This design comes from an exercise in tuning for small area, a short achievable clock period and few clock cycles on the open sky130 flow, not from production work.
Function was checked by simulation only, so behaviour that the tests miss may differ from the original.
Power is estimated from default activity; no workload was simulated.

## merge_buf
module merge_buf (
    input  wire        clk,
    input  wire        rst,           
    input  wire        req_valid,
    output reg         req_ready,
    input  wire [1:0]  req_op,        
    input  wire [15:0] req_addr,      
    input  wire [63:0] req_wdata,
    input  wire [7:0]  req_wmask,     
    input  wire [7:0]  req_wpar,      
    output reg         rsp_valid,
    output reg  [63:0] rsp_data,
    output reg         rsp_poison,
    output reg         rsp_sbe,
    output reg         mem_en,
    output reg         mem_we,
    output reg  [15:0] mem_addr,
    output wire [71:0] mem_wdata,
    input  wire        mem_gnt,       
    input  wire [71:0] mem_rdata
);
export LEC_CHECK = 0
export CAP_MARGIN = 20
export CORE_MARGIN = 2
export CORE_UTILIZATION = 35
export CTS_BUF_LIST = sky130_fd_sc_hd__clkbuf_8
export SLEW_MARGIN = 20
create_clock -name core_clock -period 13.0 [get_ports {clk}]
standard.sh (not shown) runs the stock make flow with config.mk's settings and CLKGATE_MAP_FILE= SYNTH_SCRIPT=/design/flow/synth_recipe.tcl, a recipe that flattens the netlist after the stock synthesis.
==> flow/flow/run.sh <==
#!/bin/bash
# Standard layout, with plain buf_1 cells as the port buffers and timing repair aimed
# 6.5 ns below the clock period. make's full output goes to flow_make.log; ORFS's
# per-step logs stay under orfs/logs/.
set -euo pipefail
bash standard.sh "BUFFER_PORTS_ARGS=-buffer_cell sky130_fd_sc_hd__buf_1" "SETUP_SLACK_MARGIN=6.5" finish > flow_make.log 2>&1
Testbench counts at the start, summed over its fixed seeds: cycles 129,583.
Rerun with:
--- a/flow/config.mk
+++ b/flow/config.mk
@@ -9,3 +9,3 @@
 export CORE_MARGIN = 2
-export CORE_UTILIZATION = 35
+export CORE_UTILIZATION = 45
 export CTS_BUF_LIST = sky130_fd_sc_hd__clkbuf_8
Effect: Setup slack improves by 0.12 ns. Total power shrinks slightly. Utilization rises by 10 points. Global-route usage grows by 5.3 points.
Rerun with:
--- a/flow/config.mk
+++ b/flow/config.mk
@@ -10,3 +10,2 @@
 export CORE_UTILIZATION = 45
-export CTS_BUF_LIST = sky130_fd_sc_hd__clkbuf_8
 export SLEW_MARGIN = 20
What happened: The changed run passed the timing, DRC and antenna checks. Total power goes up by about 4.3%. Final area increases by 1.4%. Final cell count barely changes. Synthesized cell count does not change.

---

## quartz
The RTL this note starts from:
==> flow/design.v <==
module merge_buf (
    input  wire        clk,
    input  wire        rst,           
    input  wire        req_valid,
    output reg         req_ready,
    input  wire [1:0]  req_op,        
    input  wire [15:0] req_addr,      
    input  wire [63:0] req_wdata,
    input  wire [7:0]  req_wmask,     
    input  wire [7:0]  req_wpar,      
    output reg         rsp_valid,
    output reg  [63:0] rsp_data,
    output reg         rsp_poison,
    output reg         rsp_sbe,
    output reg         mem_en,
    output reg         mem_we,
    output reg  [15:0] mem_addr,
    output wire [71:0] mem_wdata,
    input  wire        mem_gnt,       
    input  wire [71:0] mem_rdata
);
    localparam [1:0] OP_WRITE   = 2'd0;
    localparam [1:0] OP_READ    = 2'd1;
    localparam [1:0] OP_BARRIER = 2'd2;
    localparam [511:0] HCOL = 512'hf8c73e3d3b372f1fe0d0c8c4c2c1b0a8a4a2a1989492918c8a898685837068646261585452514c4a49464543383432312c2a292625231c1a191615130e0d0b07;
    localparam [7:0] POISON_MASK = 8'h03;
    function [7:0] check_bits(input [63:0] d);
        integer i;
        begin
            check_bits = 8'h00;
            for (i = 0; i < 64; i = i + 1)
                if (d[i])
                    check_bits = check_bits ^ HCOL[8*i +: 8];
        end
    endfunction
    function [65:0] correct(input [63:0] cw, input [7:0] syn);
        reg [63:0] d;
        reg        sbe;
        integer i;
        begin
            d   = cw;
            sbe = 1'b0;
            for (i = 0; i < 64; i = i + 1)
                if (syn == HCOL[8*i +: 8]) begin
                    d[i] = ~d[i];
                    sbe  = 1'b1;
                end
            for (i = 0; i < 8; i = i + 1)
                if (syn == (8'h01 << i))
                    sbe = 1'b1;
            correct = {(syn != 8'h00) && !sbe, sbe, d};
        end
    endfunction
    function par_err(input [63:0] d, input [7:0] m, input [7:0] p);
        integer b;
        begin
            par_err = 1'b0;
            for (b = 0; b < 8; b = b + 1)
                if (m[b] && ((^d[8*b +: 8]) == p[b]))
                    par_err = 1'b1;
        end
    endfunction
    reg [15:0] e_addr;
    reg [63:0] e_data;
    reg [7:0]  e_mask;      
    reg        e_dirty;     
    reg        e_pois;      
    reg        ld_ent;      
    reg        ld_rsp;      
    reg        rd_wait;     
    wire e_full = &e_mask;
    wire hit    = (e_addr == req_addr);    
    assign mem_wdata = {check_bits(e_data) ^ (e_pois ? POISON_MASK : 8'h00), e_data};
    wire [65:0] rd_dec  = correct(mem_rdata[63:0], check_bits(mem_rdata[63:0]) ^ mem_rdata[71:64]);
    wire [63:0] rd_corr = rd_dec[63:0];
    wire        rd_sbe  = rd_dec[64];
    wire        rd_ded  = rd_dec[65];
    wire is_rd  = req_valid && (req_op == OP_READ);
    wire wperr  = par_err(req_wdata, req_wmask, req_wpar);
    wire busy   = e_dirty && !ld_ent;             
    wire rd_sel = req_op[0] && !rd_wait;
    always @(*) begin
        mem_en   = rd_sel ? req_valid : busy;
        mem_we   = !rd_sel && e_full;
        mem_addr = rd_sel ? req_addr : e_addr;
    end
    wire wb_gnt   = busy && e_full && mem_gnt;
    wire wb_now   = !rd_sel && wb_gnt;                       
    wire fill_now = !rd_sel && busy && !e_full && mem_gnt;   
    wire clean = !e_dirty || wb_gnt;
    always @(*) begin
        if (req_op[0])
            req_ready = mem_gnt && !rd_wait && !(hit && e_dirty);
        else
            req_ready = clean || (hit && !req_op[1]);
    end
    wire is_wr      = req_valid && (req_op == OP_WRITE);
    wire acc_wr_hit = is_wr && hit;
    wire acc_wr_new = is_wr && !hit && clean;
    wire acc_rd     = is_rd && req_ready;
    integer b;
    always @(posedge clk) begin
        rsp_data   <= rd_corr;
        rsp_poison <= rd_ded;
        rsp_sbe    <= rd_sbe;
    end
    always @(posedge clk) begin
        if (rst) begin
            e_mask    <= 8'h00;
            e_pois    <= 1'b0;
            e_dirty   <= 1'b0;
            ld_ent    <= 1'b0;
            ld_rsp    <= 1'b0;
            rd_wait   <= 1'b0;
            rsp_valid <= 1'b0;
        end else begin
            ld_ent    <= fill_now;
            ld_rsp    <= acc_rd;
            rsp_valid <= ld_rsp;
            rd_wait   <= is_rd && hit && e_dirty && !wb_now;
            if (wb_now)
                e_dirty <= 1'b0;
            if (ld_ent) begin
                for (b = 0; b < 8; b = b + 1)
                    if (!e_mask[b])
                        e_data[8*b +: 8] <= rd_corr[8*b +: 8];
                e_mask <= 8'hff;
                if (rd_ded)
                    e_pois <= 1'b1;
            end
            if (acc_wr_hit) begin
                for (b = 0; b < 8; b = b + 1)
                    if (req_wmask[b])
                        e_data[8*b +: 8] <= req_wdata[8*b +: 8];
                if (!ld_ent)
                    e_mask <= e_mask | req_wmask;
                e_dirty <= 1'b1;
                if (&req_wmask)
                    e_pois <= wperr;
                else if (wperr)
                    e_pois <= 1'b1;
            end
            if (acc_wr_new) begin
                e_addr  <= req_addr;
                e_data  <= req_wdata;
                e_mask  <= req_wmask;
                e_dirty <= 1'b1;
                e_pois  <= wperr;
            end
        end
    end
endmodule
export LEC_CHECK = 0
export CAP_MARGIN = 20
export CORE_MARGIN = 2
export CORE_UTILIZATION = 25
export CTS_CLUSTER_DIAMETER = 100
export CTS_CLUSTER_SIZE = 50
export SLEW_MARGIN = 20
create_clock -name core_clock -period 13.0 [get_ports {clk}]
Scripts as last shown in full above: flow/flow/run.sh
quartz closes out successfully: all stages finished, all timing, DRC and antenna checks passed.
Testbench counts of quartz, summed over its fixed seeds: cycles 133,595.
[inputs] harbor vs quartz
-- flow/config.mk --
<<< quartz, line 9
export CORE_MARGIN = 2
export CORE_UTILIZATION = 25
export CTS_CLUSTER_DIAMETER = 100
export CTS_CLUSTER_SIZE = 50
export SLEW_MARGIN = 20
>>> harbor, line 9
export CORE_MARGIN = 2
export CORE_UTILIZATION = 45
export SLEW_MARGIN = 20
[summary]
Across harbor and quartz, the outcome is the same: a clean finish for every run. harbor vs quartz, clock skew went down by 0.0036 ns. Compared with quartz, harbor shows switching power share of the total lower by 0.37 points. Fraction of standard cell area that is sequential in harbor is 0.66 points higher than in quartz. Compared with quartz, harbor shows a lower clock latency at the later pin of the worst-skew pair. From quartz to harbor the numbers moved as follows: initial cell density of the core now sits higher, total via count in the routed design now sits lower. harbor vs quartz — detailed-route vias per instance climbed by more than 10%. In harbor relative to quartz, power had gone down by a few percent. Combined global-route utilization of all metal layers for harbor is higher than for quartz. Compared with quartz, harbor shows a lower number of buffers and inverters on the critical path.
Setup changes, harbor to lagoon
-- flow/config.mk --
<<< harbor, line 9
export CORE_MARGIN = 2
export CORE_UTILIZATION = 45
export SLEW_MARGIN = 20
>>> lagoon, line 9
export CORE_MARGIN = 2
export CORE_UTILIZATION = 25
export CTS_BUF_LIST = sky130_fd_sc_hd__clkbuf_8
export SLEW_MARGIN = 20
Notes after the runs:
- lagoon: PASS, flow complete, no timing, DRC or antenna violations
- lagoon vs. harbor: largest fanout of any net on the critical path went down by 1.
- Count of clock-buffer cells in the layout delta for lagoon relative to harbor: 1 lower
- Layout-stage area growth over the synthesis result: lagoon > harbor
- Against harbor as the reference, lagoon delivers a higher total placed cells including tap cells.
- Row die area: lagoon higher / harbor lower
- As far as count of pins over their slew limit goes, lagoon and harbor are indistinguishable; the numbers are identical.
- Relative to harbor, fraction of area in multi-input gates decreased by 0.49 points in lagoon.
- met2 track utilization from global routing ends up higher on harbor.
- Lower via count normalized by instance count goes to lagoon over harbor.
- On leakage component of the power: between harbor and lagoon, it ends up lower for lagoon.
Setup changes, lagoon to juniper
==> flow/flow/run.sh <==
#!/bin/bash
# Standard layout, with plain buf_1 cells as the port buffers and timing repair aimed
# 7.0 ns below the clock period. make's full output goes to flow_make.log; ORFS's
# per-step logs stay under orfs/logs/.
set -euo pipefail
bash standard.sh "BUFFER_PORTS_ARGS=-buffer_cell sky130_fd_sc_hd__buf_1" "SETUP_SLACK_MARGIN=7.0" finish > flow_make.log 2>&1
-- flow/config.mk --
<<< lagoon, line 10
export CORE_UTILIZATION = 25
export CTS_BUF_LIST = sky130_fd_sc_hd__clkbuf_8
export SLEW_MARGIN = 20
>>> juniper, line 10
export CORE_UTILIZATION = 25
export SLEW_MARGIN = 20
### Flow results
Setup slack in juniper is larger than in lagoon.
The weighted congestion reported at the end of routability-driven placement in juniper was lower than what lagoon gave.
Going from lagoon to juniper, synthesis-to-finish area growth grows by 5.3 points.

## what the ideal ports hide
Ports are ideal in the flow. The routed layouts listed here were re-timed in OpenROAD.
Step 1 sets driving cells, clkbuf_16 on the clock port and buf_2 on the other inputs (assumed; they add their load-dependent delay and slew).
Step 2 times the ports against the registers' clock, not the clock port: input delays grow and output delays shrink by t, the midpoint of the rising clock arrivals with the driver on.
a / b / c = no drivers / after step 1 / after step 2; a / b = the first two.
run	t (ns)	slack for setup (ns)	hold WS [ns]	worst setup path after step 2
the first run of note 1	0.522	6.380 / 6.346 / 5.951	0.454 / 0.454 / 0.454	input to register
the second run of note 1	0.516	6.497 / 6.475 / 6.127	0.446 / 0.446 / 0.446	input to register
the third run of note 1	0.484	6.483 / 6.461 / 6.162	0.440 / 0.440 / 0.440	input to register
quartz	0.510	6.439 / 6.411 / 6.130	0.452 / 0.452 / 0.452	input to register
harbor	0.489	6.526 / 6.487 / 6.359	0.447 / 0.447 / 0.447	input to register
lagoon	0.564	6.450 / 6.423 / 6.127	0.456 / 0.456 / 0.456	input to register
juniper	0.510	6.505 / 6.467 / 6.467	0.443 / 0.443 / 0.443	input to output
After both steps every run listed still meets setup and hold. The setup slack of the first run of note 1, which loses most, moves by -0.034 ns with the drivers and by -0.429 ns with both steps.
